This is an optimization exercise on Yosys and OpenROAD, whose aim is small area, a short achievable clock period and few clock cycles per item, not a production implementation.
In this exercise RTL edits were held to simulation tests only and were not proved equivalent to the original.
Power and IR drop assume default switching activity.

$ cat config.mk
export PLATFORM = sky130hd
export DESIGN_NAME = kf_tss_check
export DESIGN_NICKNAME = kf_tss_check
export VERILOG_FILES = /design/flow/design.v
export SDC_FILE = /design/flow/constraint.sdc
export NUM_CORES = 4
export LEC_CHECK = 0
export CAP_MARGIN = 20
export CORE_MARGIN = 2
export CORE_UTILIZATION = 40
export PLACE_DENSITY = 0.6
export SLEW_MARGIN = 20
export SYNTH_HIERARCHICAL = 1
export SYNTH_MINIMUM_KEEP_SIZE = 0
$ cat constraint.sdc
create_clock -name core_clock -period 7.0 [get_ports {clk}]
set_input_delay 1.4000 -clock core_clock [delete_from_list [all_inputs] [get_ports {clk}]]
set_output_delay 1.4000 -clock core_clock [all_outputs]
set_load 0.01 [all_outputs]
$ cat design.v
module kf_tss_check (
    input  wire         clk,
    input  wire         rst,
    input  wire         in_valid,
    output wire         in_ready,
    input  wire         in_seq_stopped,
    input  wire         in_pin_owned,
    input  wire [31:0]  in_period,
    input  wire [319:0] in_entry,
    output wire         out_valid,
    output wire [15:0]  out_status,
    output wire [3:0]   out_field
);
    assign in_ready = 1'b1;
    wire [31:0] off  [0:7];
    wire [15:0] slot [0:3];
    genvar g;
    generate
        for (g = 0; g < 8; g = g + 1) begin : g_off
            assign off[g] = in_entry[32*g +: 32];
        end
        for (g = 0; g < 4; g = g + 1) begin : g_slot
            assign slot[g] = in_entry[256 + 16*g +: 16];
        end
    endgenerate
    integer i, k;
    reg [1:0] pre;
    always @(*) begin
        if (!in_seq_stopped)         pre = 2'd1;
        else if (!in_pin_owned)      pre = 2'd2;
        else if (in_period == 32'd0) pre = 2'd3;
        else                         pre = 2'd0;
    end
    reg [3:0] slot_bad;
    always @(*) begin
        for (i = 0; i < 4; i = i + 1) begin
            slot_bad[i] = 1'b0;
            for (k = 0; k < 6; k = k + 1)
                if (slot[i][2*k +: 2] == 2'b11)
                    slot_bad[i] = 1'b1;
            if (slot[i][15:14] == 2'b11)
                slot_bad[i] = 1'b1;
            if (slot[i][13:12] == 2'b00 && slot[i][15:14] != 2'b00)
                slot_bad[i] = 1'b1;
        end
    end
    reg [5:0] fire [0:3];
    reg [7:0] used;
    reg       en2;
    always @(*) begin
        for (i = 0; i < 4; i = i + 1)
            for (k = 0; k < 6; k = k + 1)
                fire[i][k] = slot[i][2*k +: 2] != 2'b00;
        for (k = 0; k < 6; k = k + 1)
            used[k] = fire[0][k] | fire[1][k] | fire[2][k] | fire[3][k];
        used[6] = 1'b1;
        used[7] = 1'b0;
        for (i = 0; i < 4; i = i + 1)
            if (slot[i][15:14] == 2'b01 || slot[i][15:14] == 2'b10)
                used[7] = 1'b1;
        en2 = 1'b0;
        for (i = 0; i < 4; i = i + 1)
            if (fire[i][4] & fire[i][5])
                en2 = 1'b1;
    end
    wire [2:0] ge_p  [0:7];
    wire [2:0] far_p [0:7];
    generate
        for (g = 0; g < 8; g = g + 1) begin : g_ge
            kf_tss_ge_lo u_lo (.a(off[g][15:0]),  .b(in_period[15:0]),  .c(ge_p[g][0]));
            kf_tss_ge_hi u_hi (.a(off[g][31:16]), .b(in_period[31:16]), .g(ge_p[g][2]),
                               .p(ge_p[g][1]));
        end
    endgenerate
    kf_tss_far_lo10 u_far10_lo (.a(off[1][15:0]), .b(off[0][15:0]), .c(far_p[0][0]));
    kf_tss_far_lo10 u_far20_lo (.a(off[2][15:0]), .b(off[0][15:0]), .c(far_p[1][0]));
    kf_tss_far_lo10 u_far21_lo (.a(off[2][15:0]), .b(off[1][15:0]), .c(far_p[2][0]));
    kf_tss_far_lo10 u_far30_lo (.a(off[3][15:0]), .b(off[0][15:0]), .c(far_p[3][0]));
    kf_tss_far_lo10 u_far31_lo (.a(off[3][15:0]), .b(off[1][15:0]), .c(far_p[4][0]));
    kf_tss_far_lo10 u_far32_lo (.a(off[3][15:0]), .b(off[2][15:0]), .c(far_p[5][0]));
    kf_tss_far_lo11 u_far54_lo (.a(off[5][15:0]), .b(off[4][15:0]), .c(far_p[6][0]));
    kf_tss_far_lo10 u_far76_lo (.a(off[7][15:0]), .b(off[6][15:0]), .c(far_p[7][0]));
    kf_tss_far_hi u_far10_hi (.a(off[1][31:15]), .b(off[0][31:15]), .g(far_p[0][2]), .p(far_p[0][1]));
    kf_tss_far_hi u_far20_hi (.a(off[2][31:15]), .b(off[0][31:15]), .g(far_p[1][2]), .p(far_p[1][1]));
    kf_tss_far_hi u_far21_hi (.a(off[2][31:15]), .b(off[1][31:15]), .g(far_p[2][2]), .p(far_p[2][1]));
    kf_tss_far_hi u_far30_hi (.a(off[3][31:15]), .b(off[0][31:15]), .g(far_p[3][2]), .p(far_p[3][1]));
    kf_tss_far_hi u_far31_hi (.a(off[3][31:15]), .b(off[1][31:15]), .g(far_p[4][2]), .p(far_p[4][1]));
    kf_tss_far_hi u_far32_hi (.a(off[3][31:15]), .b(off[2][31:15]), .g(far_p[5][2]), .p(far_p[5][1]));
    kf_tss_far_hi u_far54_hi (.a(off[5][31:15]), .b(off[4][31:15]), .g(far_p[6][2]), .p(far_p[6][1]));
    kf_tss_far_hi u_far76_hi (.a(off[7][31:15]), .b(off[6][31:15]), .g(far_p[7][2]), .p(far_p[7][1]));
    reg        s_valid;
    reg [1:0]  s_pre;
    reg [3:0]  s_bad;
    reg [7:0]  s_used;
    reg [3:0]  s_fire [0:3];
    reg        s_en2;
    reg [2:0]  s_ge  [0:7];
    reg [2:0]  s_far [0:7];
    always @(posedge clk) begin
        s_valid <= in_valid & ~rst;
        s_pre   <= pre;
        s_bad   <= slot_bad;
        s_used  <= used;
        for (i = 0; i < 4; i = i + 1)
            s_fire[i] <= fire[i][3:0];
        s_en2   <= en2;
        for (k = 0; k < 8; k = k + 1) begin
            s_ge[k]  <= ge_p[k];
            s_far[k] <= far_p[k];
        end
    end
    localparam [15:0] ST_OK                 = 16'h0000;
    localparam [15:0] ST_SLOT_CODE          = 16'h0106;
    localparam [15:0] ST_EDGE_BEYOND_PERIOD = 16'h0107;
    localparam [15:0] ST_EDGE_SPACING       = 16'h0108;
    localparam [15:0] ST_STROBE_ORDER       = 16'h0109;
    localparam [15:0] ST_SEQ_STATE          = 16'h0200;
    localparam [15:0] ST_PIN_UNASSIGNED     = 16'h0201;
    localparam [15:0] ST_PERIOD_EMPTY       = 16'h0202;
    localparam [3:0]  F_NONE                = 4'd15;
    reg       c5_fail;
    reg [1:0] c5_slot;
    always @(*) begin
        c5_fail = 1'b0;
        c5_slot = 2'd0;
        for (i = 3; i >= 0; i = i - 1)
            if (s_bad[i]) begin
                c5_fail = 1'b1;
                c5_slot = i[1:0];
            end
    end
    reg [7:0] ge;       
    reg [7:0] far;      
    always @(*)
        for (k = 0; k < 8; k = k + 1) begin
            ge[k]  = s_ge[k][2]  | (s_ge[k][1]  & s_ge[k][0]);
            far[k] = s_far[k][2] | (s_far[k][1] & s_far[k][0]);
        end
    reg       c6_fail;
    reg [2:0] c6_off;
    always @(*) begin
        c6_fail = 1'b0;
        c6_off  = 3'd0;
        for (k = 7; k >= 0; k = k - 1)
            if (s_used[k] && ge[k]) begin
                c6_fail = 1'b1;
                c6_off  = k[2:0];
            end
    end
    wire near10 = !far[0];
    wire near20 = !far[1];
    wire near21 = !far[2];
    wire near30 = !far[3];
    wire near31 = !far[4];
    wire near32 = !far[5];
    wire near54 = !far[6];
    wire near76 = !far[7];
    reg [2:0] c7v [0:3];
    always @(*) begin
        for (i = 0; i < 4; i = i + 1) begin
            c7v[i][0] = s_fire[i][1] & s_fire[i][0] & near10;
            c7v[i][1] = s_fire[i][2] & (s_fire[i][1] ? near21 : s_fire[i][0] & near20);
            c7v[i][2] = s_fire[i][3] & (s_fire[i][2] ? near32 :
                                        s_fire[i][1] ? near31 : s_fire[i][0] & near30);
        end
    end
    reg       c7_fail;
    reg [1:0] c7_off;
    always @(*) begin
        c7_fail = 1'b0;
        c7_off  = 2'd0;
        for (i = 3; i >= 0; i = i - 1)
            if (c7v[i] != 3'd0) begin
                c7_fail = 1'b1;
                c7_off  = c7v[i][0] ? 2'd1 : c7v[i][1] ? 2'd2 : 2'd3;
            end
    end
    wire c8_fail = s_en2 & near54;
    wire c9_fail = s_used[7] & near76;
    reg [15:0] status;
    reg [3:0]  field;
    always @(*) begin
        if (s_pre == 2'd1) begin
            status = ST_SEQ_STATE;          field = F_NONE;
        end else if (s_pre == 2'd2) begin
            status = ST_PIN_UNASSIGNED;     field = F_NONE;
        end else if (s_pre == 2'd3) begin
            status = ST_PERIOD_EMPTY;       field = F_NONE;
        end else if (c5_fail) begin
            status = ST_SLOT_CODE;          field = {2'b10, c5_slot};
        end else if (c6_fail) begin
            status = ST_EDGE_BEYOND_PERIOD; field = {1'b0, c6_off};
        end else if (c7_fail) begin
            status = ST_EDGE_SPACING;       field = {2'b00, c7_off};
        end else if (c8_fail) begin
            status = ST_EDGE_SPACING;       field = 4'd5;
        end else if (c9_fail) begin
            status = ST_STROBE_ORDER;       field = 4'd7;
        end else begin
            status = ST_OK;                 field = F_NONE;
        end
    end
    reg       o_valid;
    reg [5:0] o_status;    
    reg [3:0] o_field;
    always @(posedge clk) begin
        o_valid  <= s_valid & ~rst;
        o_status <= {status[9:8], status[3:0]};
        o_field  <= field;
    end
    assign out_valid  = o_valid;
    assign out_status = {6'd0, o_status[5:4], 4'd0, o_status[3:0]};
    assign out_field  = o_field;
endmodule
module kf_tss_ge_lo (
    input  wire [15:0] a,
    input  wire [15:0] b,
    output wire        c
);
    reg [15:0] G, P;
    integer s, j;
    always @(*) begin
        G = a & ~b;
        P = a | ~b;
        G[0] = P[0];
        for (s = 1; s < 16; s = s * 2)
            for (j = 0; j + s < 16; j = j + 2 * s) begin
                G[j] = G[j+s] | (P[j+s] & G[j]);
                P[j] = P[j+s] & P[j];
            end
    end
    assign c = G[0];
endmodule
module kf_tss_ge_hi (
    input  wire [15:0] a,
    input  wire [15:0] b,
    output wire        g,
    output wire        p
);
    reg [15:0] G, P;
    integer s, j;
    always @(*) begin
        G = a & ~b;
        P = a | ~b;
        for (s = 1; s < 16; s = s * 2)
            for (j = 0; j + s < 16; j = j + 2 * s) begin
                G[j] = G[j+s] | (P[j+s] & G[j]);
                P[j] = P[j+s] & P[j];
            end
    end
    assign g = G[0];
    assign p = P[0];
endmodule
module kf_tss_far_lo10 (
    input  wire [15:0] a,
    input  wire [15:0] b,
    output wire        c
);
    reg [15:0] S, G, P;
    integer s, j;
    always @(*) begin
        for (j = 0; j < 16; j = j + 1)
            S[j] = (j < 10) ? ~(a[j] ^ b[j]) : a[j] ^ b[j];
        G[0] = S[0];
        P[0] = 1'b1;
        for (j = 1; j < 16; j = j + 1)
            if (j - 1 < 10) begin
                G[j] = (S[j] & a[j-1]) & ~b[j-1];
                P[j] = (S[j] | a[j-1]) & (S[j] | ~b[j-1]);
            end else begin
                G[j] = (S[j] & a[j-1]) | (S[j] & ~b[j-1]);
                P[j] = (S[j] | a[j-1]) | ~b[j-1];
            end
        for (s = 1; s < 16; s = s * 2)
            for (j = 0; j + s < 16; j = j + 2 * s) begin
                G[j] = G[j+s] | (P[j+s] & G[j]);
                P[j] = P[j+s] & P[j];
            end
    end
    assign c = G[0];
endmodule
module kf_tss_far_lo11 (
    input  wire [15:0] a,
    input  wire [15:0] b,
    output wire        c
);
    reg [15:0] S, G, P;
    integer s, j;
    always @(*) begin
        for (j = 0; j < 16; j = j + 1)
            S[j] = (j < 11) ? ~(a[j] ^ b[j]) : a[j] ^ b[j];
        G[0] = S[0];
        P[0] = 1'b1;
        for (j = 1; j < 16; j = j + 1)
            if (j - 1 < 11) begin
                G[j] = (S[j] & a[j-1]) & ~b[j-1];
                P[j] = (S[j] | a[j-1]) & (S[j] | ~b[j-1]);
            end else begin
                G[j] = (S[j] & a[j-1]) | (S[j] & ~b[j-1]);
                P[j] = (S[j] | a[j-1]) | ~b[j-1];
            end
        for (s = 1; s < 16; s = s * 2)
            for (j = 0; j + s < 16; j = j + 2 * s) begin
                G[j] = G[j+s] | (P[j+s] & G[j]);
                P[j] = P[j+s] & P[j];
            end
    end
    assign c = G[0];
endmodule
module kf_tss_far_hi (
    input  wire [16:0] a,
    input  wire [16:0] b,
    output wire        g,
    output wire        p
);
    reg [16:0] S, G, P;
    integer s, j;
    always @(*) begin
        for (j = 0; j < 17; j = j + 1)
            S[j] = (j == 16) ? 1'b0 : a[j+1] ^ b[j+1];
        for (j = 0; j < 17; j = j + 1) begin
            G[j] = (S[j] & a[j]) | (S[j] & ~b[j]);
            P[j] = (S[j] | a[j]) | ~b[j];
        end
        for (s = 1; s < 17; s = s * 2)
            for (j = 0; j + s < 17; j = j + 2 * s) begin
                G[j] = G[j+s] | (P[j+s] & G[j]);
                P[j] = P[j+s] & P[j];
            end
    end
    assign g = G[0];
    assign p = P[0];
endmodule
$ cat flow/run.sh
#!/bin/bash
# The standard layout (standard.sh), with the ports buffered by the smallest buffer
# (sky130_fd_sc_hd__buf_1) instead of the one buffer_ports picks by default.
set -euo pipefail
export BUFFER_PORTS_ARGS="-buffer_cell sky130_fd_sc_hd__buf_1"
bash standard.sh > standard.log 2>&1
$ cat standard.sh
#!/bin/bash
# synth_recipe.tcl (not shown) runs the flow's synth.tcl, then flattens the netlist and writes it again
# the make line also repeats each setting of config.mk as NAME=value (left out here)
make -C /OpenROAD-flow-scripts/flow DESIGN_CONFIG=/design/flow/config.mk WORK_HOME=/design/flow/orfs CLKGATE_MAP_FILE= SYNTH_SCRIPT=/design/flow/synth_recipe.tcl "${@:-finish}"
==> impl_results.md, run 1 <==
- Initial DRC count: 1575
- Share of cells above drive strength 1: 8.94%
- Final hold vios: 0
- Crit-path max FO: 23
- Pleak: 7.49 nW
- Vias per cell: 5.85
- Crit path top cell by count: a221oi_1
- Postcts setup bufs: 0
- Max Buffers Root-to-Sink: 2
- Worst R2R Path Depth: 7
- Root buf cell: clkbuf_16
- # setup viols final: 0
- HP Class: reg -> reg
- Synth Area per Inst: 7.20 µm²
- Status: no timing/DRC/antenna violations
- First-pass GRT wire length: 94300 µm
- RSZ-0062 raised after global routing: false
- Final std cells w/o fill: 3216
- CTS tree: built
- GR Util All Layers: 26.7%
- Initial antenna violation count: 9
- Clock latency (worst-skew pair): 0.37 ns
- Post-Synthesis Cells: 2305
- Critical Path Source Type: input port
- Post-DRT Antenna Nets: 0
- Kind of critical path: in -> reg
- H-tree Lvls: 3
- Most common cell in the netlist: inv_1
- Vias in the first global route: 17900
- Clock net sink count: 90
- Max-cap violations: 0
- Max frequency: 314 MHz
- Fin crit share: 45.5%
- Drt wl/cell: 18.7 µm
- Port Buffers: 367
- Die H: 208 µm
- Worst-Margin Slew: 1.07 ns
- PwrDens: 120 nW/µm²
- Hold-fix buffers, CTS: 0
- Slew margin rel.: 28.3%
- Drt drc: 0
- Core region area: 40900 µm²
- Synth top area share: 10.9%
- Crit end category: flip-flop
- Rows: 74
- Critical Path RT: 7.21 ns
- Total congestion overflow: 0
- Yosys cell types: 82
- Routed via count: 18800
- Async S/R FF share, synth: 0%
- Mapped cell area: 16600 µm²
- Crit path DAT: 3.39 ns
- Number of top-level pins: 379
- Post-DP HPWL: 49100 µm
- CP Buf/Inv Count: 1
- CP max stage delay: 0.72 ns
- Post-CTS sizing: 0
- Post-synth EDFFs: 0
- Antenna diode count: 0
- Post-Place Cells: 3200
- Setup Skew: 0.0175 ns
- Initial Utilization: 40.5%
- Final TNS setup: 0 ns
- Pre-antenna DRT Iters: 7
- Area grow syn2layout: 14.0%
- Ys flop type: dfxtp_1
- Worst path slowest cell: buf_1
- VDD IR max: 112 µV
- Period minus WS final: 3.18 ns
- Reg clk slew, reported paths: 0.07 ns
- Seq/Total Area, Yosys: 10.9%
- Fin nets: 3056
- Fin. max-slew vios: 0
- Chip Width: 208 µm
- Gpl congestion: 0.913
- Top cells by count, synth: inv_1 (280), nand2b_1 (201), nand2_1 (146), nor2_1 (135), a21oi_1 (108)
- Largest net degree at the start of global routing: 27
- Syn. warnings: 22
- Critical Path, Cell by Cell: buf_1, nand2b_1, a21oi_1, nor4_2, a221oi_1, a221oi_1, o221ai_1
- Largest area contributor in the netlist: dfxtp_1
- Crit path max-delay family: compound AO/OA/AOI/OAI gates
- CP Depth: 7
- Seq cells post-synth: 90
- WL final: 60200 µm
- Num CTS Buffers: 9
- Die area: 43100 µm²
- Synth top area cells: dfxtp_1 (11%), nand2b_1 (7.6%), inv_1 (6.3%)
- Hold Path Depth: 1
-- kinds of logic after synthesis --
| family | Yosys count | synth area share [%] |
|---|---|---|
| AOI/OAI and AO/OA | 679 | 30.9 |
| xor gates and xnor gates | 126 | 6.65 |
| adders and majority gates | 108 | 7.07 |
| buffers and inverters | 364 | 8.55 |
| DFF | 90 | 10.9 |
| muxes | 16 | 0.965 |
| other | 2 | 0.0453 |
| and+or+nand+nor | 920 | 34.9 |
-- Yosys stat by module (local to each module, per instance) --
| module | cells | flops+latches |
|---|---|---|
| kf_tss_check | 308 | 90 |
| kf_tss_far_hi | 92 | 0 |
| kf_tss_far_lo10 | 63 | 0 |
| kf_tss_far_lo11 | 68 | 0 |
| kf_tss_ge_hi | 51 | 0 |
| kf_tss_ge_lo | 43 | 0 |
-- state kept, by name, summed over array words and instances, names as in the netlist --
register and cells:
s_pre 2, o_field 4, s_valid 1, s_ge 24, s_fire 16, o_status 6, o_valid 1, s_far 24
s_en2 1, s_used 7, s_bad 4
-- metrics by stage --
stage               power [mW]  instance area, µm²  hold slack (ns)  util (%)  setup slack, ns
CTS                       2.27               18900            0.453      46.2             3.85
finish                    2.26               18900            0.445      46.2             3.82
detailed placement        1.73               18600            0.437      45.4             3.47
floorplan                 1.29               16600            0.414         -             4.36
global placement          1.70               18600            0.423      45.4             3.63
global route              2.42               18900            0.469      46.2             3.66
-- placed cells by master (no fill, tap or decap), types with 46 or more instances in the layout --
cell	synthesis	final
a21oi_1	108	108
nor2_1	135	135
o221ai_1	46	46
nand3_1	57	57
buf_1	0	365
dfxtp_1	90	90
nor2b_1	71	71
o21ai_0	77	77
maj3_1	55	55
xor2_1	68	68
nand2b_1	201	201
xnor2_1	58	58
inv_1	280	280
nand2_1	146	146
-- final cells by class --
cell class,instances,area [µm²]
Clock buffer,11,253
Clock inverter,5,67.6
Tap cell,532,666
Inverter,345,1290
Timing Repair Buffer,373,1430
Fill cell,4268,22000
Sequential cell,90,1800
Multi-Input combinational cell,1860,13400
-- final timing paths --
| kind | to | slack [ns] | from |
|---|---|---|---|
| setup / recovery | s_far[3][2] | 3.82 | in_entry[17] |
| hold / removal | o_valid | 0.45 | s_valid |
| setup reg to reg | o_field[1] | 4.59 | s_far[1][0] |
| hold reg to reg | o_valid | 0.45 | s_valid |
-- report_power, final --
| part | total [mW] | internal (mW) | switching (mW) |
|---|---|---|---|
| clock | 0.530 | 0.302 | 0.227 |
| combinational | 1.15 | 0.450 | 0.703 |
| sequential | 0.582 | 0.557 | 0.0252 |
-- metal layers --
layer / share of wire (%) / wire length [µm] / track usage, %
met2: 46 / 27600 / 44.7
met1: 45 / 27000 / 35.7
met3: 7.3 / 4390 / 4.57
met4: 1.8 / 1060 / 5.75
met5: 0.21 / 124 / 0
Testbench counts, summed over its fixed seeds: cycles 24,016, items 24,000.
==> run 2, diff against run 1 <==
--- a/config.mk
+++ b/config.mk
@@ -7,8 +7,9 @@
 export LEC_CHECK = 0
 export CAP_MARGIN = 20
 export CORE_MARGIN = 2
-export CORE_UTILIZATION = 40
-export PLACE_DENSITY = 0.6
+export CORE_UTILIZATION = 60
+export PLACE_DENSITY = 0.7
+export SETUP_SLACK_MARGIN = 4.2
 export SLEW_MARGIN = 20
 export SYNTH_HIERARCHICAL = 1
 export SYNTH_MINIMUM_KEEP_SIZE = 0
==> run 2 against run 1 <==
  * Clock power down 7.5%
  * Clock skew is 0.0038 ns lower
  * Register-to-register slack about the same
  * Still clean
  * Sequential power hardly changed
  * Power fell by 1.6%
  * Final area down 0.32%
  * Sequential share of layout area about the same
  * Hold slack got worse by 0.0031 ns
  * Largest power group unchanged
  * First-iteration DRC count shrank 2.5%
  * Critical endpoint is now s_far[5][2]
==> impl_results.md, run 2 <==
- Status: no timing/DRC/antenna violations
- Post-Synthesis Cells: 2305 (unchanged)
- Critical Path RT: 7.21 ns (about the same)
- Worst R2R Setup Slack: 4.60 ns (about the same)
- Hold EP: o_valid
- Async S/R FF share, synth: 0% (unchanged)
- Post-DRT Antenna Nets: 0 (unchanged)
- Seq/Total Area, Yosys: 10.9% (unchanged)
- Drt wl/cell: 18.2 µm (-2.9%)
- Top cells by count, synth: inv_1 (280), nand2b_1 (201), nand2_1 (146), nor2_1 (135), a21oi_1 (108)
- Die H: 170 µm (-18%)
- Final Cell Area: 18900 µm² (-0.32%)
- GR Util All Layers: 36.3% (+9.6 points)
- Initial Utilization: 61.4% (+21 points)
- Max Buffers Root-to-Sink: 2 (unchanged)
- Clock net sink count: 90 (unchanged)
- Total congestion overflow: 0 (unchanged)
- Max-cap violations: 0 (unchanged)
- Post-synth EDFFs: 0 (unchanged)
- Synth top area cells: dfxtp_1 (11%), nand2b_1 (7.6%), inv_1 (6.3%)
- Initial antenna violation count: 2 (-7)
- Final hold vios: 0 (unchanged)
- HP Start: s_valid
- Worst R2R Path Depth: 7 (unchanged)
- # setup viols final: 0 (unchanged)
- Seq cells post-synth: 90 (unchanged)
- Commonest non-fill, non-tap cell in the layout: buf_1
- Largest net degree at the start of global routing: 27 (unchanged)
- Drt drc: 0 (unchanged)
- WL final: 55000 µm (-8.6%)
- Fin. max-slew vios: 0 (unchanged)
- Core region area: 27000 µm² (-34%)
- Storage element area: 1800 µm² (unchanged)
- Port Buffers: 367 (unchanged)
- Mapped cell area: 16600 µm² (unchanged)
- Fin nets: 3058 (+0.065%)
- Root buf cell: clkbuf_16
- Pre-antenna DRT Iters: 14 (+7)
- Placed cell area: 18300 µm² (-1.4%)
- VDD IR max: 110 µV (-1.8%)
- Die area: 29000 µm² (-33%)
- Crit-path max FO: 7 (-70%)
- Hold Path Depth: 1 (unchanged)
- Yosys cell types: 82 (unchanged)
- Final TNS setup: 0 ns (unchanged)
- Gpl congestion: 0.993 (+8.8%)
- Area grow syn2layout: 13.7%
- Post-DP HPWL: 44400 µm (-9.5%)
- Slew margin rel.: 32.6% (+4.2 points)
- Worst-Margin Slew: 1.01 ns (-0.0635 ns)
- Biggest regs: s_far x24, s_ge x24, s_fire x16
- Power after layout: 2.23 mW (-1.6%)
- Fill count: 2449 (-43%)
- Initial DRC count: 1535 (-2.5%)
- CTS tree: built
- Synth Area per Inst: 7.20 µm² (unchanged)
- Share of cells above drive strength 1: 11.6% (+2.7 points)
- Num CTS Buffers: 9 (unchanged)
- Synth top area share: 10.9% (unchanged)
- Max frequency: 366 MHz (+17%)
- First-pass GRT wire length: 86100 µm (-8.7%)
- Most frequent cells in the layout: buf_1 (307), inv_1 (280), nand2b_1 (201), nand2_1 (146), nor2_1 (135)
- Setup Skew: 0.0137 ns (-0.00384 ns)
- H-tree Lvls: 3 (unchanged)
- RSZ-0062 raised after global routing: true
- Number of top-level pins: 379 (unchanged)
- Syn. warnings: 22 (unchanged)
- PwrDens: 118 nW/µm² (-1.3%)
- Rows: 60 (-19%)
- Ys flop type: dfxtp_1
- HP Class: reg -> reg
- Reg-to-reg startpoint: s_far[1][0]
- Chip Width: 170 µm (-18%)
- Crit end category: flip-flop
- Largest area contributor in the netlist: dfxtp_1
- Most common cell in the netlist: inv_1
- Clock latency (worst-skew pair): 0.36 ns (about the same)
- Vias in the first global route: 17600 (-2.0%)
- Period minus WS final: 2.73 ns (-0.452 ns)
- Multi-input gate area: 13500 µm² (+0.81%)
- Fin crit share: 39.0% (-6.5 points)
- Kind of critical path: in -> reg
- RR Endpoint: o_field[1]
- Reg clk slew, reported paths: 0.08 ns (about the same)
- Crit path DAT: 2.94 ns (-0.45 ns)
- Pleak: 7.66 nW (+2.4%)
- Critical Path Source Type: input port
- Vias per cell: 6.25 (+6.7%)
- Routed via count: 18900 (+0.47%)
-- run 2: kinds of logic after synthesis --
kind of cell	count (synthesis)	synth area share [%]
and+or+nand+nor	920	34.9
AOI/OAI and AO/OA	679	30.9
buffers and inverters	364	8.55
xor gates and xnor gates	126	6.65
adders and majority gates	108	7.07
DFF	90	10.9
muxes	16	0.965
other	2	0.0453
-- run 2: layout make-up --
cell class,count,area share [%]
diodes,1,0.0133
clock buffers,9,1.19
clock inverters,7,0.378
inverters,345,6.87
multi-input cells,1860,71.7
flip-flops and latches,90,9.56
well taps,341,2.26
repair buffers,375,8.06
-- run 2: repair_timing --
action                                  in CTS  in global routing
pin swaps                                    5                  7
hold buffers                                 0                  0
endpoints found under the setup margin      30                 45
gates resized for setup                     34                 77
buffers inserted                             1                  3
-- run 2: modules after synthesis (local to each module, per instance) --
module / area [µm²] / cells / flip-flops and latches / copies in the design
kf_tss_far_lo10: 415 / 63 / 0 / 7
kf_tss_far_lo11: 480 / 68 / 0 / 1
kf_tss_ge_lo: 310 / 43 / 0 / 8
kf_tss_check: 3220 / 308 / 90 / 1
kf_tss_ge_hi: 310 / 51 / 0 / 8
kf_tss_far_hi: 627 / 92 / 0 / 8
-- run 2: where the power goes --
part	internal (mW)	switching (mW)	leakage, nW
logic	0.459	0.695	6.78
registers	0.557	0.0270	0.747
clock network	0.251	0.239	0.139
-- run 2: worst max-delay path by stage --
stage	slack [ns]	start	to
2_1_floorplan	4.36	in_entry[63]	s_far[0][1]
3_3_place_gp	3.69	in_entry[16]	s_far[0][2]
4_1_cts	4.20	in_period[31]	s_ge[3][1]
3_5_place_dp	3.56	in_entry[16]	s_far[3][2]
5_1_grt	4.15	in_entry[175]	s_far[6][2]
6_report	4.27	in_entry[85]	s_far[5][2]
-- run 2: routing by layer --
metal / global-route usage (%) / vias up / wire length, µm
met2: 60.9 / 827 / 25000
met3: 7.05 / 148 / 4710
li1: - / 9157 / -
met5: 0 / - / 19
met4: 14.5 / 2 / 2010
met1: 45.6 / 8783 / 23200
-- run 2: per-stage QoR --
step	utilization [%]	hold slack, ns	std cells	setup WS (ns)
6_report	69.8	0.442	3028	4.27
5_1_grt	69.8	0.481	3027	4.15
4_1_cts	69.3	0.445	3024	4.20
3_5_place_dp	67.8	0.427	3007	3.56
3_3_place_gp	67.8	0.424	3007	3.69
2_1_floorplan	-	0.414	2314	4.36
-- run 2: worst max-delay path: stages --
cell	delay (ns)
buf_1	0.35
and2b_4	0.26
o21ai_1	0.06
a21o_1	0.21
a211o_1	0.28
a21oi_1	0.23
o221ai_1	0.15
==> run 3, diff against run 2 <==
--- a/design.v
+++ b/design.v
@@ -63,13 +63,11 @@
             if (fire[i][4] & fire[i][5])
                 en2 = 1'b1;
     end
-    wire [2:0] ge_p  [0:7];
+    wire [7:0] ge;
     wire [2:0] far_p [0:7];
     generate
         for (g = 0; g < 8; g = g + 1) begin : g_ge
-            kf_tss_ge_lo u_lo (.a(off[g][15:0]),  .b(in_period[15:0]),  .c(ge_p[g][0]));
-            kf_tss_ge_hi u_hi (.a(off[g][31:16]), .b(in_period[31:16]), .g(ge_p[g][2]),
-                               .p(ge_p[g][1]));
+            kf_tss_ge u_ge (.a(off[g]), .b(in_period), .y(ge[g]));
         end
     endgenerate
     kf_tss_far_lo10 u_far10_lo (.a(off[1][15:0]), .b(off[0][15:0]), .c(far_p[0][0]));
@@ -94,7 +92,7 @@
     reg [7:0]  s_used;
     reg [3:0]  s_fire [0:3];
     reg        s_en2;
-    reg [2:0]  s_ge  [0:7];
+    reg [7:0]  s_ge;
     reg [2:0]  s_far [0:7];
     always @(posedge clk) begin
         s_valid <= in_valid & ~rst;
@@ -104,8 +102,8 @@
         for (i = 0; i < 4; i = i + 1)
             s_fire[i] <= fire[i][3:0];
         s_en2   <= en2;
+        s_ge    <= ge;
         for (k = 0; k < 8; k = k + 1) begin
-            s_ge[k]  <= ge_p[k];
             s_far[k] <= far_p[k];
         end
     end
@@ -129,20 +127,17 @@
                 c5_slot = i[1:0];
             end
     end
-    reg [7:0] ge;       
     reg [7:0] far;      
     always @(*)
-        for (k = 0; k < 8; k = k + 1) begin
-            ge[k]  = s_ge[k][2]  | (s_ge[k][1]  & s_ge[k][0]);
+        for (k = 0; k < 8; k = k + 1)
             far[k] = s_far[k][2] | (s_far[k][1] & s_far[k][0]);
-        end
     reg       c6_fail;
     reg [2:0] c6_off;
     always @(*) begin
         c6_fail = 1'b0;
         c6_off  = 3'd0;
         for (k = 7; k >= 0; k = k - 1)
-            if (s_used[k] && ge[k]) begin
+            if (s_used[k] && s_ge[k]) begin
                 c6_fail = 1'b1;
                 c6_off  = k[2:0];
             end
@@ -212,100 +207,86 @@
     assign out_status = {6'd0, o_status[5:4], 4'd0, o_status[3:0]};
     assign out_field  = o_field;
 endmodule
-module kf_tss_ge_lo (
-    input  wire [15:0] a,
-    input  wire [15:0] b,
-    output wire        c
+module kf_tss_ge (
+    input  wire [31:0] a,
+    input  wire [31:0] b,
+    output wire        y
 );
-    reg [15:0] G, P;
+    reg [31:0] G, P;
     integer s, j;
     always @(*) begin
         G = a & ~b;
         P = a | ~b;
         G[0] = P[0];
-        for (s = 1; s < 16; s = s * 2)
-            for (j = 0; j + s < 16; j = j + 2 * s) begin
+        for (s = 1; s < 32; s = s * 2)
+            for (j = 0; j < 32; j = j + 2 * s) begin
                 G[j] = G[j+s] | (P[j+s] & G[j]);
                 P[j] = P[j+s] & P[j];
             end
     end
-    assign c = G[0];
+    assign y = G[0];
 endmodule
-module kf_tss_ge_hi (
+module kf_tss_far_lo10 (
     input  wire [15:0] a,
     input  wire [15:0] b,
-    output wire        g,
-    output wire        p
+    output wire        c
 );
-    reg [15:0] G, P;
+    reg [15:0] G, P, S;
+    reg        clo;
     integer s, j;
     always @(*) begin
         G = a & ~b;
         P = a | ~b;
-        for (s = 1; s < 16; s = s * 2)
-            for (j = 0; j + s < 16; j = j + 2 * s) begin
+        G[0] = P[0];
+        for (s = 1; s < 10; s = s * 2)
+            for (j = 0; j + s < 10; j = j + 2 * s) begin
                 G[j] = G[j+s] | (P[j+s] & G[j]);
                 P[j] = P[j+s] & P[j];
             end
-    end
-    assign g = G[0];
-    assign p = P[0];
-endmodule
-module kf_tss_far_lo10 (
-    input  wire [15:0] a,
-    input  wire [15:0] b,
-    output wire        c
-);
-    reg [15:0] S, G, P;
-    integer s, j;
-    always @(*) begin
-        for (j = 0; j < 16; j = j + 1)
-            S[j] = (j < 10) ? ~(a[j] ^ b[j]) : a[j] ^ b[j];
-        G[0] = S[0];
-        P[0] = 1'b1;
-        for (j = 1; j < 16; j = j + 1)
-            if (j - 1 < 10) begin
-                G[j] = (S[j] & a[j-1]) & ~b[j-1];
-                P[j] = (S[j] | a[j-1]) & (S[j] | ~b[j-1]);
-            end else begin
-                G[j] = (S[j] & a[j-1]) | (S[j] & ~b[j-1]);
-                P[j] = (S[j] | a[j-1]) | ~b[j-1];
-            end
-        for (s = 1; s < 16; s = s * 2)
-            for (j = 0; j + s < 16; j = j + 2 * s) begin
+        clo = (a[10] ^ b[10]) & G[0];
+        for (j = 11; j < 16; j = j + 1) begin
+            S[j] = a[j] ^ b[j];
+            G[j] = (S[j] & a[j-1]) | (S[j] & ~b[j-1]);    
+            P[j] = (S[j] | a[j-1]) | ~b[j-1];
+        end
+        for (s = 1; s < 16 - 11; s = s * 2)
+            for (j = 11; j + s < 16; j = j + 2 * s) begin
                 G[j] = G[j+s] | (P[j+s] & G[j]);
                 P[j] = P[j+s] & P[j];
             end
     end
-    assign c = G[0];
+    assign c = G[11] | (P[11] & clo);
 endmodule
 module kf_tss_far_lo11 (
     input  wire [15:0] a,
     input  wire [15:0] b,
     output wire        c
 );
-    reg [15:0] S, G, P;
+    reg [15:0] G, P, S;
+    reg        clo;
     integer s, j;
     always @(*) begin
-        for (j = 0; j < 16; j = j + 1)
-            S[j] = (j < 11) ? ~(a[j] ^ b[j]) : a[j] ^ b[j];
-        G[0] = S[0];
-        P[0] = 1'b1;
-        for (j = 1; j < 16; j = j + 1)
-            if (j - 1 < 11) begin
-                G[j] = (S[j] & a[j-1]) & ~b[j-1];
-                P[j] = (S[j] | a[j-1]) & (S[j] | ~b[j-1]);
-            end else begin
-                G[j] = (S[j] & a[j-1]) | (S[j] & ~b[j-1]);
-                P[j] = (S[j] | a[j-1]) | ~b[j-1];
+        G = a & ~b;
+        P = a | ~b;
+        G[0] = P[0];
+        for (s = 1; s < 11; s = s * 2)
+            for (j = 0; j + s < 11; j = j + 2 * s) begin
+                G[j] = G[j+s] | (P[j+s] & G[j]);
+                P[j] = P[j+s] & P[j];
             end
-        for (s = 1; s < 16; s = s * 2)
-            for (j = 0; j + s < 16; j = j + 2 * s) begin
+        clo = (a[11] ^ b[11]) & G[0];
+        for (j = 12; j < 16; j = j + 1) begin
+            S[j] = a[j] ^ b[j];
+            G[j] = (S[j] & a[j-1]) | (S[j] & ~b[j-1]);    
+            P[j] = (S[j] | a[j-1]) | ~b[j-1];
+        end
+        for (s = 1; s < 16 - 12; s = s * 2)
+            for (j = 12; j + s < 16; j = j + 2 * s) begin
                 G[j] = G[j+s] | (P[j+s] & G[j]);
                 P[j] = P[j+s] & P[j];
             end
     end
-    assign c = G[0];
+    assign c = G[12] | (P[12] & clo);
 endmodule
 module kf_tss_far_hi (
     input  wire [16:0] a,
--- a/config.mk
+++ b/config.mk
@@ -9,7 +9,8 @@
 export CORE_MARGIN = 2
 export CORE_UTILIZATION = 60
 export PLACE_DENSITY = 0.7
-export SETUP_SLACK_MARGIN = 4.2
+export SETUP_SLACK_MARGIN = 4.5
 export SLEW_MARGIN = 20
 export SYNTH_HIERARCHICAL = 1
 export SYNTH_MINIMUM_KEEP_SIZE = 0
+export TNS_END_PERCENT = 5
==> run 3 against run 2 <==
  * Cell count fell by 4.9%
  * Routed wire length grew 6.2%
  * Combinational power grew 6%
  * Hold slack improved by 0.0054 ns
  * Clock skew shrank 0.0074 ns
  * Fmax increased by 1.5%
  * Synthesized area decreased by 9.4%
  * First-iteration DRC count grew 57%
  * Sequential cell count decreased by 16
  * Via count down 0.30%
==> impl_results.md, run 3 <==
- Pre-antenna DRT Iters: 8 (-6)
- Reg clk slew, reported paths: 0.07 ns (about the same)
- Share of cells above drive strength 1: 17.8% (+6.1 points)
- Slew margin rel.: 52.0% (+19 points)
- Chip Width: 162 µm (-4.7%)
- Gpl congestion: 1.01 (+2.1%)
- GR Util All Layers: 41.3% (+5.0 points)
- Placed cell area: 16800 µm² (-8.2%)
- Setup Skew: 0.00627 ns (-0.00741 ns)
- Crit-path max FO: 7 (unchanged)
- Fin nets: 2922 (-4.4%)
- Initial DRC count: 2403 (+57%)
- CP Buf/Inv Count: 4 (+3)
- Pleak: 7.47 nW (-2.6%)
- Max-cap violations: 0 (unchanged)
- Clock net sink count: 74 (-18%)
- Worst path slowest cell: a222oi_1
- Crit path DAT: 3.00 ns (+0.06 ns)
- Die area: 26300 µm² (-9.2%)
- Max Buffers Root-to-Sink: 2 (unchanged)
- Biggest register: s_far
- CP max stage delay: 0.39 ns (+0.04 ns)
- Initial Utilization: 61.4% (about the same)
- First-pass GRT wire length: 88100 µm (+2.4%)
- Root buf cell: clkbuf_16
- Drt drc: 0 (unchanged)
- Synth top area share: 9.86% (-1.0 points)
- Largest area contributor in the netlist: dfxtp_1
- Critical Path Source Type: input port
- Total congestion overflow: 0 (unchanged)
- Critical Path, Cell by Cell: buf_8, buf_8, buf_6, a222oi_1, buf_4, o21ai_0, o31ai_4, a221oi_2, nand2_1
- Clock latency (worst-skew pair): 0.36 ns (about the same)
- Commonest non-fill, non-tap cell in the layout: inv_1
- Top cells by count, synth: inv_1 (281), nor2b_1 (144), nand2b_1 (135), nand2_1 (122), o21ai_0 (116)
- Async S/R FF share, synth: 0% (unchanged)
- Synth Area per Inst: 7.12 µm² (-1.1%)
- PwrDens: 120 nW/µm² (+1.4%)
- Kind of critical path: in -> reg
- Ys flop type: dfxtp_1
- Vias in the first global route: 16900 (-3.6%)
- HP Class: reg -> reg
- Drt wl/cell: 20.3 µm (+12%)
- Crit end category: flip-flop
- Max FFs per register: 24
- Routed via count: 18900 (-0.30%)
- Post-Synthesis Cells: 2112 (-8.4%)
- Util after Layout: 75.4% (+5.6 points)
- Power after layout: 2.21 mW (-0.87%)
- Port Buffers: 367 (unchanged)
- Post-synth EDFFs: 0 (unchanged)
- Synth top area cells: dfxtp_1 (9.9%), inv_1 (7.0%), nor2b_1 (6.0%)
- # setup viols final: 0 (unchanged)
- Num CTS Buffers: 9 (unchanged)
- Fin crit share: 38.5% (-0.58 points)
- Final hold vios: 0 (unchanged)
- Most frequent cells in the layout: inv_1 (280), buf_1 (252), nor2b_1 (144), nand2b_1 (134), nand2_1 (122)
- Yosys cell types: 78 (-4.9%)
- Final TNS setup: 0 ns (unchanged)
- Post-DRT Antenna Nets: 0 (unchanged)
- Post-DP HPWL: 44700 µm (+0.57%)
- Crit path top cell by count: buf_8
- Die H: 162 µm (-4.7%)
- Largest net degree at the start of global routing: 26 (-3.7%)
- Mapped cell area: 15000 µm² (-9.4%)
- Critical Path RT: 7.31 ns (+0.10 ns)
- Most common cell in the netlist: inv_1
- Seq/Total Area, Yosys: 9.86% (-1.0 points)
- Status: no timing/DRC/antenna violations
- Crit path max-delay family: compound AO/OA/AOI/OAI gates
- Final Cell Area: 18400 µm² (-2.2%)
- Worst R2R Setup Slack: 5.01 ns (+0.41 ns)
- Vias per cell: 6.55 (+4.9%)
- Worst-Margin Slew: 0.720 ns (-0.291 ns)
- Initial antenna violation count: 2 (unchanged)
- Period minus WS final: 2.69 ns (-0.0408 ns)
- Max frequency: 371 MHz (+1.5%)
- Syn. warnings: 19 (-14%)
- Seq cells post-synth: 74 (-18%)
- Rows: 57 (-5.0%)
- Area grow syn2layout: 22.7%
- WL final: 58400 µm (+6.2%)
- Core region area: 24500 µm² (-9.5%)
- Fin. max-slew vios: 0 (unchanged)
- VDD IR max: 116 µV (+5.0%)
- RSZ-0062 raised after global routing: true
- CTS tree: built
- Number of top-level pins: 379 (unchanged)
- Biggest regs: s_far x24, s_fire x16, s_ge x8
- H-tree Lvls: 3 (unchanged)
run 3: cell count changes in the layout (fill, tap and decap cells not counted), sizes merged, moves of 30 or more:
cell,change
nand2b,-73
nor2,-63
buf,+61
nor2b,+57
o221ai,-43
xor2,-38
a21oi,-37
o22ai,+36
a222oi,+30
xnor2,+30
run 3: layout make-up:
type                    instances  area [µm²]
diodes                          5        12.5
clock buffers                  10         239
clock inverters                 6        70.1
fillers                      1954        6020
inverters                     354        1340
multi-input cells            1682       12800
flip-flops and latches         74        1480
well taps                     324         405
repair buffers                424        2120
run 3: worst paths after layout:
path / startpoint / endpoint / cells after the start
min: s_valid / o_valid / 1
max: in_period[26] / s_ge[1] / 9
min reg2reg: s_valid / o_valid / 1
max reg2reg: s_far[1][0] / o_field[1] / 7
run 3: logic make-up (layout without fill, tap and decap cells):
kind of cell             count (synthesis)  after routing  share of synthesized area, %
AO/OA/AOI/OAI                          707            707                          36.7
XOR/XNOR                               118            118                          6.88
adder cells (fa/ha/maj)                110            110                          7.82
buffers and inverters                  365            794                          9.46
flip-flops                              74             74                          9.86
multiplexers                            25             25                          1.66
other                                    2             16                        0.0500
AND/OR/NAND/NOR                        711            711                          27.5
run 3: worst reg2reg max path, cell delays in order, from the launching register on:
cell	delay, ns
dfxtp_1	0.31
a21oi_2	0.37
a32oi_1	0.23
a22oi_2	0.24
nand2b_1	0.14
a21oi_1	0.07
o211a_1	0.24
a211o_1	0.27
run 3: per-module statistics from Yosys, one instance, submodules excluded:
module | flops+latches | cell area, µm²
kf_tss_check | 74 | 2890
kf_tss_ge | 0 | 591
kf_tss_far_hi | 0 | 567
kf_tss_far_lo11 | 0 | 364
kf_tss_far_lo10 | 0 | 360
run 3: per-layer routing:
layer | vias up | wire length (µm) | track usage, %
li1 | 8708 | - | -
met1 | 8673 | 22900 | 54.2
met2 | 1277 | 26600 | 68.4
met3 | 201 | 6710 | 6.21
met4 | 2 | 2150 | 15.5
met5 | - | 13 | 0
run 3: what timing repair did:
item | 4_1_cts | 5_1_grt
endpoints found under the hold margin | 0 | 0
setup endpoints to repair | 28 | 31
gates resized for setup | 175 | 110
buffers inserted | 26 | 18
gates cloned | 4 | 1
pin swaps | 32 | 50
hold buffers | 0 | 0
run 3: power breakdown:
| part | switching, mW | internal (mW) | total, mW |
|---|---|---|---|
| Clock | 0.208 | 0.290 | 0.498 |
| Sequential | 0.0292 | 0.461 | 0.490 |
| Combinational | 0.719 | 0.502 | 1.22 |
| Total | 0.956 | 1.25 | 2.21 |
run 3: per-stage QoR:
stage               hold WS, ns  setup slack [ns]  std cells
floorplan                 0.414              4.40       2121
global placement          0.422              3.45       2809
detailed placement        0.431              3.41       2809
CTS                       0.450              4.41       2855
global route              0.462              4.29       2874
finish                    0.448              4.31       2879
Testbench counts of run 3, summed over its fixed seeds: cycles 24,016, items 24,000.
==> run 4, diff against run 3 <==
--- a/config.mk
+++ b/config.mk
@@ -9,8 +9,7 @@
 export CORE_MARGIN = 2
 export CORE_UTILIZATION = 60
 export PLACE_DENSITY = 0.7
-export SETUP_SLACK_MARGIN = 4.5
+export SETUP_SLACK_MARGIN = 4.2
 export SLEW_MARGIN = 20
 export SYNTH_HIERARCHICAL = 1
 export SYNTH_MINIMUM_KEEP_SIZE = 0
-export TNS_END_PERCENT = 5
==> run 4 against run 3 <==
  * Fmax decreased by 4.0%
  * Critical path depth down 2
  * Die area unchanged
  * Hold slack better by 0.013 ns
  * First-iteration DRC count decreased by 2.5%
  * Register-to-register slack about the same
  * Sequential power about the same
  * Sequential cell count did not move
  * Synthesized cell count is the same
  * Non-clock buffer count shrank 39
  * Global-route usage is 0.43 points lower
  * Largest cell class unchanged
  * Highest routed layer unchanged
==> impl_results.md, run 4 <==
- Seq/Total Area, Yosys: 9.86% (unchanged)
- Biggest register: s_far
- Pre-antenna DRT Iters: 9 (+1)
- # setup viols final: 0 (unchanged)
- Setup Skew: 0.00904 ns (+0.00277 ns)
- CP Buf/Inv Count: 1 (-3)
- Worst-Margin Slew: 0.690 ns (-0.0300 ns)
- Crit path top cell by count: a221oi_1
- Crit end category: flip-flop
- Status: no timing/DRC/antenna violations
- Gpl congestion: 0.994 (-2.1%)
- Ys flop type: dfxtp_1
- Fin worst setup slack: 4.20 ns (-0.113 ns)
- Synth top area share: 9.86% (unchanged)
- Post-synth EDFFs: 0 (unchanged)
- Drt wl/cell: 20.0 µm (-1.3%)
- Routed via count: 18500 (-2.0%)
- Seq cells post-synth: 74 (unchanged)
- Worst slack, placed: 3.42 ns (+0.0119 ns)
- Post-Synthesis Cells: 2112 (unchanged)
- Final hold vios: 0 (unchanged)
- Fin crit share: 40.1% (+1.6 points)
- RSZ-0062 raised after global routing: true
- Initial Utilization: 61.4% (unchanged)
- Pleak: 6.98 nW (-6.5%)
- Number of top-level pins: 379 (unchanged)
- Syn. warnings: 19 (unchanged)
- Util after Layout: 71.5% (-3.9 points)
- Root buf cell: clkbuf_16
- VDD IR max: 114 µV (-1.8%)
- Critical Path, Cell by Cell: buf_2, nand2b_1, nand3_1, a221oi_1, a31oi_1, a221oi_1, nand2_1
- Hold Path Depth: 1 (unchanged)
- Critical Path RT: 7.22 ns (-0.09 ns)
- Critical Path Source Type: input port
- Total congestion overflow: 0 (unchanged)
- CTS tree: built
- PwrDens: 123 nW/µm² (+2.7%)
- Vias in the first global route: 16700 (-1.6%)
- Clock net sink count: 74 (unchanged)
- Area grow syn2layout: 16.3%
- Fin. max-slew vios: 0 (unchanged)
- NetSw: 922 µW (-3.6%)
- Mapped cell area: 15000 µm² (unchanged)
- Fin nets: 2883 (-1.3%)
- First-pass GRT wire length: 87300 µm (-0.98%)
- Comb power frac: 52.7% (-2.6 points)
- Worst R2R Setup Slack: 5.00 ns (about the same)
- Biggest regs: s_far x24, s_fire x16, s_ge x8
- Initial DRC count: 2343 (-2.5%)
- Multi-input gate area: 12300 µm² (-3.8%)
- Crit path DAT: 3.03 ns (+0.03 ns)
- WL final: 56800 µm (-2.7%)
- Num CTS Buffers: 9 (unchanged)
- CP max stage delay: 0.53 ns (+0.14 ns)
- Clock power share: 24.6% (+2.1 points)
- Most common cell in the netlist: inv_1
- Post-DP HPWL: 45100 µm (+0.99%)
- Synth Area per Inst: 7.12 µm² (unchanged)
- GR Util All Layers: 40.8% (-0.43 points)
- Drt drc: 0 (unchanged)
- Max-cap violations: 0 (unchanged)
- Worst R2R Path Depth: 7 (unchanged)
- Clock latency (worst-skew pair): 0.35 ns (about the same)
- Most frequent cells in the layout: buf_1 (296), inv_1 (281), nor2b_1 (144), nand2b_1 (135), nand2_1 (122)
- Max FFs per register: 24 (unchanged)
- Reg clk slew, reported paths: 0.07 ns (about the same)
- Port Buffers: 367 (unchanged)
- Crit path max-delay family: compound AO/OA/AOI/OAI gates
- Largest area contributor in the netlist: dfxtp_1
- Period minus WS final: 2.80 ns (+0.113 ns)
- Sequential power share: 22.7% (+0.5 points)
- Slew margin rel.: 54.0% (+2.0 points)
- Final TNS setup: 0 ns (unchanged)
- Core region area: 24500 µm² (unchanged)
- HP Class: reg -> reg
- Kind of critical path: in -> reg
- Max Buffers Root-to-Sink: 2 (unchanged)
- CP Depth: 7 (-2)
- Max frequency: 357 MHz (-4.0%)
- Worst path slowest cell: a221oi_1
- Chip Width: 162 µm (unchanged)
- Largest net degree at the start of global routing: 26 (unchanged)
- Fill count: 2171 (+11%)
- Die area: 26300 µm² (unchanged)
- Async S/R FF share, synth: 0% (unchanged)
- Internal power: 1.23 mW (-1.9%)
- Sw frac: 42.9% (-0.41 points)
- Crit-path max FO: 17 (+10)
- Placed cell area: 16800 µm² (about the same)
- Commonest non-fill, non-tap cell in the layout: buf_1
- Share of cells above drive strength 1: 12.1% (-5.6 points)
- Yosys cell types: 78 (unchanged)
- Synth top area cells: dfxtp_1 (9.9%), inv_1 (7.0%), nor2b_1 (6.0%)
- Initial antenna violation count: 3 (+1)
- Rows: 57 (unchanged)
- Final Cell Area: 17500 µm² (-5.2%)
- Die H: 162 µm (unchanged)
- H-tree Lvls: 3 (unchanged)
- Post-DRT Antenna Nets: 0 (unchanged)
- Vias per cell: 6.52 (-0.53%)
- Top cells by count, synth: inv_1 (281), nor2b_1 (144), nand2b_1 (135), nand2_1 (122), o21ai_0 (116)
- Storage element area: 1480 µm² (unchanged)
[run 4: cell counts after synthesis]
Identical to the previous run, type by type.
[run 4: path summary, 6_finish.rpt]
path                               startpoint         end
worst min register to register        s_valid     o_valid
worst max-delay path            in_period[29]     s_ge[0]
worst max register to register    s_far[3][2]  o_field[0]
worst min-delay path                  s_valid     o_valid
[run 4: repair_timing]
item,CTS,global route
cloned,0,0
setup endpoints to repair,15,19
resized for setup,40,73
pin swaps,1,18
buffers inserted,1,8
hold buffers,0,0
[run 4: logic make-up (layout without fill, tap and decap cells)]
kind of cell | Yosys count | after routing | synth area share, %
xor+xnor | 118 | 118 | 6.88
compound gates | 707 | 707 | 36.7
mux | 25 | 25 | 1.66
fa+ha+maj | 110 | 110 | 7.82
simple gates | 711 | 711 | 27.5
other cells | 2 | 14 | 0.0500
buf+inv | 365 | 755 | 9.46
flops | 74 | 74 | 9.86
[run 4: final cells by class]
type / count / share of cell area, %
clock buffers: 9 / 1.29
flip-flops and latches: 74 / 8.47
clock inverters: 7 / 0.615
well taps: 324 / 2.32
inverters: 354 / 7.66
diodes: 3 / 0.0429
multi-input cells: 1682 / 70.2
repair buffers: 385 / 9.37
[run 4: Yosys stat by module (local to each module, per instance)]
module,copies in the design,cells inside,flops+latches,area [µm²]
kf_tss_far_lo10,7,54,0,360
kf_tss_far_hi,8,78,0,567
kf_tss_check,1,283,74,2890
kf_tss_far_lo11,1,51,0,364
kf_tss_ge,8,97,0,591
[run 4: stage by stage]
stage,instances,hold WS (ns),total power [mW]
4_1_cts,2827,0.463,2.10
3_3_place_gp,2810,0.417,1.54
2_1_floorplan,2121,0.414,1.15
3_5_place_dp,2810,0.450,1.56
6_report,2838,0.461,2.15
5_1_grt,2835,0.468,2.26
[run 4: power by group through the flow]
stage	combinational (mW)	clock (mW)	sequential, mW
global route	1.23	0.543	0.491
floorplan	0.662	0	0.486
global placement	1.05	0	0.495
finish	1.13	0.529	0.489
CTS	1.08	0.529	0.487
detailed placement	1.07	0	0.496
[run 4: metal layers]
layer  global-route usage, %  up-vias  wire, µm  share of wire, %
met5                       0        -        23             0.041
met4                    14.2        4      1980               3.5
met3                    7.15      172      6340                11
met2                    68.0     1147     25800                46
met1                    53.2     8537     22600                40
li1                        -     8633         -                 -

[static timing again, ports no longer ideal]
The flow's constraints put no driver on any port. The routed layouts listed below were extracted and timed again, unchanged, in two steps. Step 1 assumes that a clkbuf_16 drives the clock port and a buf_2 every other input. Step 2 times the ports against the registers' clock, not the clock port: input delays grow and output delays shrink by t, the midpoint of the rising clock arrivals with the driver on. Three values: ideal, step 1, step 2; two values: the first two.
| run | t (ns) | setup WS [ns] | hold slack, ns |
|---|---|---|---|
| run 1 | 0.407 | 3.815 / 3.841 / 3.433 | 0.445 / 0.445 / 0.445 |
| run 2 | 0.398 | 4.267 / 4.290 / 3.892 | 0.442 / 0.442 / 0.442 |
| run 3 | 0.397 | 4.308 / 4.310 / 3.913 | 0.448 / 0.448 / 0.448 |
| run 4 | 0.391 | 4.195 / 4.203 / 3.812 | 0.461 / 0.461 / 0.461 |
After both steps setup and hold are still met in every run listed. The setup slack of run 3, which loses most, moves by +0.002 ns with the drivers and by -0.395 ns with both steps.
